This design comes from an exercise in tuning for small area and a short achievable clock period on the open sky130 flow, not from production work. At most, simulation tests tie the RTL to the original design; equivalence was not proved. Power and IR drop assume default switching activity.

==> branch pepper <==
==> flow/design.v <==
module ec_encode (
    input  wire [255:0] data,
    output reg  [31:0]  check
);
    reg [15:0] rp;
    integer j, k;
    always @* begin
        for (j = 0; j < 16; j = j + 1) begin
            rp[j]         = ^data[16 * j +: 16];
            check[16 + j] = 1'b0;
            for (k = 0; k < 16; k = k + 1)
                check[16 + j] = check[16 + j] ^ data[16 * k + j];
        end
        for (j = 0; j < 16; j = j + 1)
            check[j] = rp[j] ^ rp[(j + 15) % 16];
    end
endmodule
module ec_classify (
    input  wire [31:0] synd,       
    output wire        zero,       
    output wire        cbit,       
    output wire        dbit,       
    output wire        spois,      
    output wire        uerr,       
    output wire [15:0] pair        
);
    wire [15:0] sr = synd[15:0];
    wire [15:0] sc = synd[31:16];
    function [3:1] ge3_16(input [15:0] x);
        reg [3:1] a, t;
        integer g, i, k;
        begin
            a = 3'b000;
            for (g = 0; g < 4; g = g + 1) begin
                t[1] = |x[4 * g +: 4];
                t[2] = (x[4*g] & (x[4*g+1] | x[4*g+2] | x[4*g+3])) | (x[4*g+1] & (x[4*g+2] | x[4*g+3])) |
                       (x[4*g+2] & x[4*g+3]);
                t[3] = (x[4*g] & x[4*g+1] & (x[4*g+2] | x[4*g+3])) | (x[4*g+2] & x[4*g+3] & (x[4*g] | x[4*g+1]));
                a = merge3(a, t);
            end
            ge3_16 = a;
        end
    endfunction
    function [3:1] merge3(input [3:1] a, input [3:1] b);
        begin
            merge3[1] = a[1] | b[1];
            merge3[2] = a[2] | b[2] | (a[1] & b[1]);
            merge3[3] = a[3] | b[3] | (a[2] & b[1]) | (a[1] & b[2]);
        end
    endfunction
    function [5:1] ge5_4(input [3:0] x);
        begin
            ge5_4[1] = |x;
            ge5_4[2] = (x[0] & (x[1] | x[2] | x[3])) | (x[1] & (x[2] | x[3])) | (x[2] & x[3]);
            ge5_4[3] = (x[0] & x[1] & (x[2] | x[3])) | (x[2] & x[3] & (x[0] | x[1]));
            ge5_4[4] = &x;
            ge5_4[5] = 1'b0;
        end
    endfunction
    function [5:1] merge5(input [5:1] a, input [5:1] b);
        integer k, i;
        reg [5:0] ea, eb;
        begin
            ea = {a, 1'b1};
            eb = {b, 1'b1};
            for (k = 1; k <= 5; k = k + 1) begin
                merge5[k] = 1'b0;
                for (i = 0; i <= k; i = i + 1)
                    merge5[k] = merge5[k] | (ea[i] & eb[k - i]);
            end
        end
    endfunction
    wire [3:1] wr = ge3_16(sr);
    wire [3:1] wc = ge3_16(sc);
    wire [15:0] zc = ~sc;
    wire [5:1] z0 = merge5(ge5_4(zc[3:0]),  ge5_4(zc[7:4]));
    wire [5:1] z1 = merge5(ge5_4(zc[11:8]), ge5_4(zc[15:12]));
    wire [5:1] zz = merge5(z0, z1);
    genvar r;
    generate
        for (r = 0; r < 16; r = r + 1) begin : g_pair
            assign pair[r] = sr[r] & sr[(r + 1) % 16];
        end
    endgenerate
    wire sr_one = wr[1] & ~wr[2];
    wire sc_one = wc[1] & ~wc[2];
    wire sr_two = wr[2] & ~wr[3];
    assign zero  = ~wr[1] & ~wc[1];
    assign spois = ~zz[5];
    assign cbit  = (sr_one & ~wc[1]) | (sc_one & ~wr[1]);
    assign dbit  = sc_one & sr_two & (|pair);
    assign uerr  = ~zero & ~spois & ~cbit & ~dbit;
endmodule
module ec_rmw (
    input  wire         clk,
    input  wire         rst_n,
    input  wire         in_valid,
    input  wire [1:0]   in_op,        
    input  wire [31:0]  in_mask,      
    input  wire [255:0] in_wdata,     
    input  wire [31:0]  in_wpoison,   
    input  wire [255:0] in_sdata,     
    input  wire [31:0]  in_scheck,    
    output reg          out_valid,
    output reg  [2:0]   out_class,
    output reg  [31:0]  out_synd,
    output reg  [255:0] out_rdata,
    output reg          out_poison,
    output reg          out_wb,
    output reg  [255:0] out_wdata,
    output reg  [31:0]  out_wcheck,
    output reg          out_ev_ce,
    output reg          out_ev_ue,
    output reg          out_ev_pw
);
    localparam OP_WRITE = 2'd1;
    localparam OP_SCRUB = 2'd2;
    wire        wr    = (in_op == OP_WRITE);
    wire        scrub = (in_op == OP_SCRUB);
    wire [31:0] wmask = wr ? in_mask : 32'd0;    
    reg [255:0] mraw;
    integer b;
    always @* begin
        for (b = 0; b < 32; b = b + 1)
            mraw[8 * b +: 8] = wmask[b] ? in_wdata[8 * b +: 8] : in_sdata[8 * b +: 8];
    end
    wire [31:0] scalc, mcalc;
    ec_encode u_senc (.data(in_sdata), .check(scalc));
    ec_encode u_menc (.data(mraw),     .check(mcalc));
    wire [31:0] synd = in_scheck ^ scalc;
    wire [15:0] sc   = synd[31:16];
    wire        zero, cbit, dbit, spois, uerr;
    wire [15:0] pair;
    ec_classify u_cls (.synd(synd), .zero(zero), .cbit(cbit), .dbit(dbit), .spois(spois),
                       .uerr(uerr), .pair(pair));
    wire corr = cbit | dbit;
    wire bad  = ~zero & ~corr;                   
    wire full = &in_mask;
    wire [15:0] row_fix = pair & {16{dbit}};
    reg  [31:0] wrow_fix;
    integer r;
    always @* begin
        for (r = 0; r < 16; r = r + 1) begin
            wrow_fix[2 * r]     = row_fix[r] & ~wmask[2 * r];
            wrow_fix[2 * r + 1] = row_fix[r] & ~wmask[2 * r + 1];
        end
    end
    wire wfix = (|(wrow_fix & 32'h5555_5555) & |sc[7:0]) |
                (|(wrow_fix & 32'hAAAA_AAAA) & |sc[15:8]);
    wire wpo       = |(in_wpoison & in_mask) | (~full & bad);
    wire wb_poison = wr ? wpo : (scrub & uerr);
    reg         q_valid;
    reg [255:0] q_sdata;
    reg [255:0] q_mraw_n;    
    reg [31:0]  q_synd;
    reg [15:0]  q_row_fix;
    reg [31:0]  q_wrow_fix;
    reg [2:0]   q_class;
    reg [31:0]  q_wcheck;
    reg         q_poison, q_wb, q_ev_ce, q_ev_ue, q_ev_pw;
    always @(posedge clk) begin
        if (!rst_n)
            q_valid <= 1'b0;
        else
            q_valid <= in_valid;
        q_sdata    <= in_sdata;
        q_mraw_n   <= ~mraw;
        q_synd     <= synd;
        q_row_fix  <= row_fix;
        q_wrow_fix <= wrow_fix;
        q_class    <= {uerr, dbit | spois, cbit | spois};
        q_wcheck   <= mcalc ^ (synd & {32{wfix}}) ^ {{16{wb_poison}}, 16'h0000};
        q_poison   <= wr ? wpo : bad;
        q_wb       <= wr | (scrub & (corr | uerr));
        q_ev_ce    <= corr & ~(wr & full);
        q_ev_ue    <= uerr & ~(wr & full);
        q_ev_pw    <= wb_poison;
    end
    reg [255:0] flip, wflip;
    integer rr, c;
    always @* begin
        for (rr = 0; rr < 16; rr = rr + 1)
            for (c = 0; c < 16; c = c + 1) begin
                flip[16 * rr + c]  = q_row_fix[rr] & q_synd[16 + c];
                wflip[16 * rr + c] = q_wrow_fix[2 * rr + c / 8] & q_synd[16 + c];
            end
    end
    always @* begin
        out_valid  = q_valid;
        out_class  = q_class;
        out_synd   = q_synd;
        out_rdata  = q_sdata ^ flip;
        out_poison = q_poison;
        out_wb     = q_wb;
        out_wdata  = ~q_mraw_n ^ wflip;
        out_wcheck = q_wcheck;
        out_ev_ce  = q_ev_ce;
        out_ev_ue  = q_ev_ue;
        out_ev_pw  = q_ev_pw;
    end
endmodule
==> flow/flow/run.sh <==
#!/bin/bash
# The standard layout (the standard.sh, unchanged synthesis, floorplan, power
# grid, placement, CTS and routing), with the port buffers that global placement
# inserts made as buf_1 cells instead of the resizer's default pick.
# Each ORFS step writes its full log under orfs/logs/; make's own output goes to
# flow_make.log in this folder.
set -euo pipefail
export BUFFER_PORTS_ARGS="-buffer_cell sky130_fd_sc_hd__buf_1"
bash standard.sh finish > flow_make.log 2>&1
==> flow/standard.sh <==
#!/bin/bash
# synth_recipe.tcl (not shown) runs the flow's synth.tcl, then flattens the netlist and writes it again
# the make line also repeats each setting of config.mk as NAME=value (left out here)
make -C /OpenROAD-flow-scripts/flow DESIGN_CONFIG=/design/flow/config.mk WORK_HOME=/design/flow/orfs CLKGATE_MAP_FILE= SYNTH_SCRIPT=/design/flow/synth_recipe.tcl "${@:-finish}"
==> flow/config.mk <==
export PLATFORM = sky130hd
export DESIGN_NAME = ec_rmw
export DESIGN_NICKNAME = ec_rmw
export VERILOG_FILES = /design/flow/design.v
export SDC_FILE = /design/flow/constraint.sdc
export NUM_CORES = 4
export LEC_CHECK = 0
export CAP_MARGIN = 20
export CORE_AREA = 5 5 425 425
export CTS_BUF_LIST = sky130_fd_sc_hd__clkbuf_4 sky130_fd_sc_hd__clkbuf_8
export DIE_AREA = 0 0 430 430
export SETUP_SLACK_MARGIN = 5
export SLEW_MARGIN = 20
==> flow/constraint.sdc <==
create_clock -name core_clock -period 12.0 [get_ports {clk}]
set_input_delay 2.4000 -clock core_clock [delete_from_list [all_inputs] [get_ports {clk}]]
set_output_delay 2.4000 -clock core_clock [all_outputs]
set_load 0.01 [all_outputs]
==> branch ember: changes against branch pepper <==
==> flow/design.v, changed modules only <==
module ec_rmw (
    input  wire         clk,
    input  wire         rst_n,
    input  wire         in_valid,
    input  wire [1:0]   in_op,        
    input  wire [31:0]  in_mask,      
    input  wire [255:0] in_wdata,     
    input  wire [31:0]  in_wpoison,   
    input  wire [255:0] in_sdata,     
    input  wire [31:0]  in_scheck,    
    output reg          out_valid,
    output reg  [2:0]   out_class,
    output reg  [31:0]  out_synd,
    output reg  [255:0] out_rdata,
    output reg          out_poison,
    output reg          out_wb,
    output reg  [255:0] out_wdata,
    output reg  [31:0]  out_wcheck,
    output reg          out_ev_ce,
    output reg          out_ev_ue,
    output reg          out_ev_pw
);
    localparam OP_WRITE = 2'd1;
    localparam OP_SCRUB = 2'd2;
    wire        wr    = (in_op == OP_WRITE);
    wire        scrub = (in_op == OP_SCRUB);
    wire [31:0] keep  = ~(in_mask & {32{wr}});    
    reg [255:0] mraw;
    integer b;
    always @* begin
        for (b = 0; b < 32; b = b + 1)
            mraw[8 * b +: 8] = keep[b] ? in_sdata[8 * b +: 8] : in_wdata[8 * b +: 8];
    end
    wire [31:0] scalc, mcalc;
    ec_encode u_senc (.data(in_sdata), .check(scalc));
    ec_encode u_menc (.data(mraw),     .check(mcalc));
    wire [31:0] synd = in_scheck ^ scalc;
    wire [15:0] sc   = synd[31:16];
    wire        zero, cbit, dbit, spois, uerr;
    wire [15:0] pair;
    ec_classify u_cls (.synd(synd), .zero(zero), .cbit(cbit), .dbit(dbit), .spois(spois),
                       .uerr(uerr), .pair(pair));
    reg wfix_pre;
    integer r;
    always @* begin
        wfix_pre = 1'b0;
        for (r = 0; r < 16; r = r + 1)
            wfix_pre = wfix_pre | (pair[r] & ((keep[2 * r] & |sc[7:0]) | (keep[2 * r + 1] & |sc[15:8])));
    end
    reg         q_valid;
    reg         q_wr, q_scrub, q_full, q_wpm;
    reg [255:0] q_sdata;
    reg [255:0] q_mraw_n;    
    reg [31:0]  q_synd;
    reg [31:0]  q_mcalc;
    reg         q_wfix_pre;
    reg         q_zero, q_cbit, q_dbit, q_spois;
    always @(posedge clk) begin
        if (!rst_n)
            q_valid <= 1'b0;
        else
            q_valid <= in_valid;
        q_wr       <= wr;
        q_scrub    <= scrub;
        q_full     <= &in_mask;
        q_wpm      <= |(in_wpoison & in_mask);
        q_sdata    <= in_sdata;
        q_mraw_n   <= ~mraw;
        q_synd     <= synd;
        q_mcalc    <= mcalc;
        q_wfix_pre <= wfix_pre;
        q_zero     <= zero;
        q_cbit     <= cbit;
        q_dbit     <= dbit;
        q_spois    <= spois;
    end
    wire wfix = q_wfix_pre & q_dbit;              
    reg  [15:0]  row_fix, wrow_fix;
    reg  [255:0] flip, wflip;
    integer rr, c;
    always @* begin
        for (rr = 0; rr < 16; rr = rr + 1) begin
            row_fix[rr]  = q_synd[rr] & q_synd[(rr + 1) % 16] & q_dbit;
            wrow_fix[rr] = q_synd[rr] & q_synd[(rr + 1) % 16] & wfix;
        end
        for (rr = 0; rr < 16; rr = rr + 1)
            for (c = 0; c < 16; c = c + 1) begin
                flip[16 * rr + c]  = row_fix[rr] & q_synd[16 + c];
                wflip[16 * rr + c] = wrow_fix[rr] & q_synd[16 + c];
            end
    end
    wire uerr2     = ~q_zero & ~q_spois & ~q_cbit & ~q_dbit;
    wire corr      = q_cbit | q_dbit;
    wire bad       = ~q_zero & ~corr;              
    wire wpo       = q_wpm | (~q_full & bad);
    wire wb_poison = q_wr ? wpo : (q_scrub & uerr2);
    always @* begin
        out_valid  = q_valid;
        out_class  = {uerr2, q_dbit | q_spois, q_cbit | q_spois};
        out_synd   = q_synd;
        out_rdata  = q_sdata ^ flip;
        out_poison = q_wr ? wpo : bad;
        out_wb     = q_wr | (q_scrub & (corr | uerr2));
        out_wdata  = ~q_mraw_n ^ wflip;
        out_wcheck = q_mcalc ^ (q_synd & {32{wfix}}) ^ {{16{wb_poison}}, 16'h0000};
        out_ev_ce  = corr & ~(q_wr & q_full);
        out_ev_ue  = uerr2 & ~(q_wr & q_full);
        out_ev_pw  = wb_poison;
    end
endmodule
==> flow/flow/run.sh (replaced) <==
#!/bin/bash
# The standard layout (the standard.sh: unchanged synthesis, floorplan, power
# grid, placement, CTS and routing) with these changes to how it is made:
#  - the port buffers that global placement inserts are buf_1 cells instead of
#    the resizer's default pick;
#  - pins may sit on adjacent routing tracks, so the ports fit a smaller die;
set -euo pipefail
export BUFFER_PORTS_ARGS="-buffer_cell sky130_fd_sc_hd__buf_1"
export SETUP_SLACK_MARGIN=7
export PLACE_PINS_ARGS="-min_distance 1 -min_distance_in_tracks"
bash standard.sh finish > flow_make.log 2>&1
--- a/flow/config.mk
+++ b/flow/config.mk
@@ -6,8 +6,8 @@
 export NUM_CORES = 4
 export LEC_CHECK = 0
 export CAP_MARGIN = 20
-export CORE_AREA = 5 5 425 425
+export CORE_AREA = 5 5 245 245
 export CTS_BUF_LIST = sky130_fd_sc_hd__clkbuf_4 sky130_fd_sc_hd__clkbuf_8
-export DIE_AREA = 0 0 430 430
-export SETUP_SLACK_MARGIN = 5
+export DIE_AREA = 0 0 250 250
+export PLACE_DENSITY = 0.72
 export SLEW_MARGIN = 20
==> comparison <==
Branch pepper ran to the end with no violations. Branch ember completed without violations. Non-clock buffer count: branch pepper is higher than branch ember (78). In branch ember the combinational power is smaller than in branch pepper, by 22%. Against branch pepper, the synthesized area of branch ember is lower by about 6%. In branch ember the utilization is higher than in branch pepper, by 46 points. In branch pepper the critical path depth is higher than in branch ember, by 9.
No functional check of the RTL was part of branch pepper.

port drivers added, routing unchanged:
No port has a modelled driver above. Below, the same layouts with a new extraction and two added sets of constraints. Step 1: set_driving_cell puts a clkbuf_16 on clk and a buf_2 on each other input, an assumption about the parent block. Step 2, shift: input delay + t, output delay - t, t = (earliest + latest rising clock arrival at the registers) / 2. This alone moves slack from input paths to output paths. Three values: ideal ports, drivers, drivers and shift; two values: the first two.
run	t, ns	slack for setup (ns)	hold WS [ns]	worst setup path at the end	worst data-port slew with drivers (ns)
branch pepper	0.973	5.054 / 5.105 / 4.132	1.688 / 1.638 / 2.611	input to register	0.27
branch ember	0.784	6.889 / 6.822 / 6.276	1.866 / 1.828 / 2.611	input to register	0.18
After both steps every run listed still meets setup and hold. The setup slack of branch pepper, which loses most, moves by +0.051 ns with the drivers and by -0.922 ns with both steps.
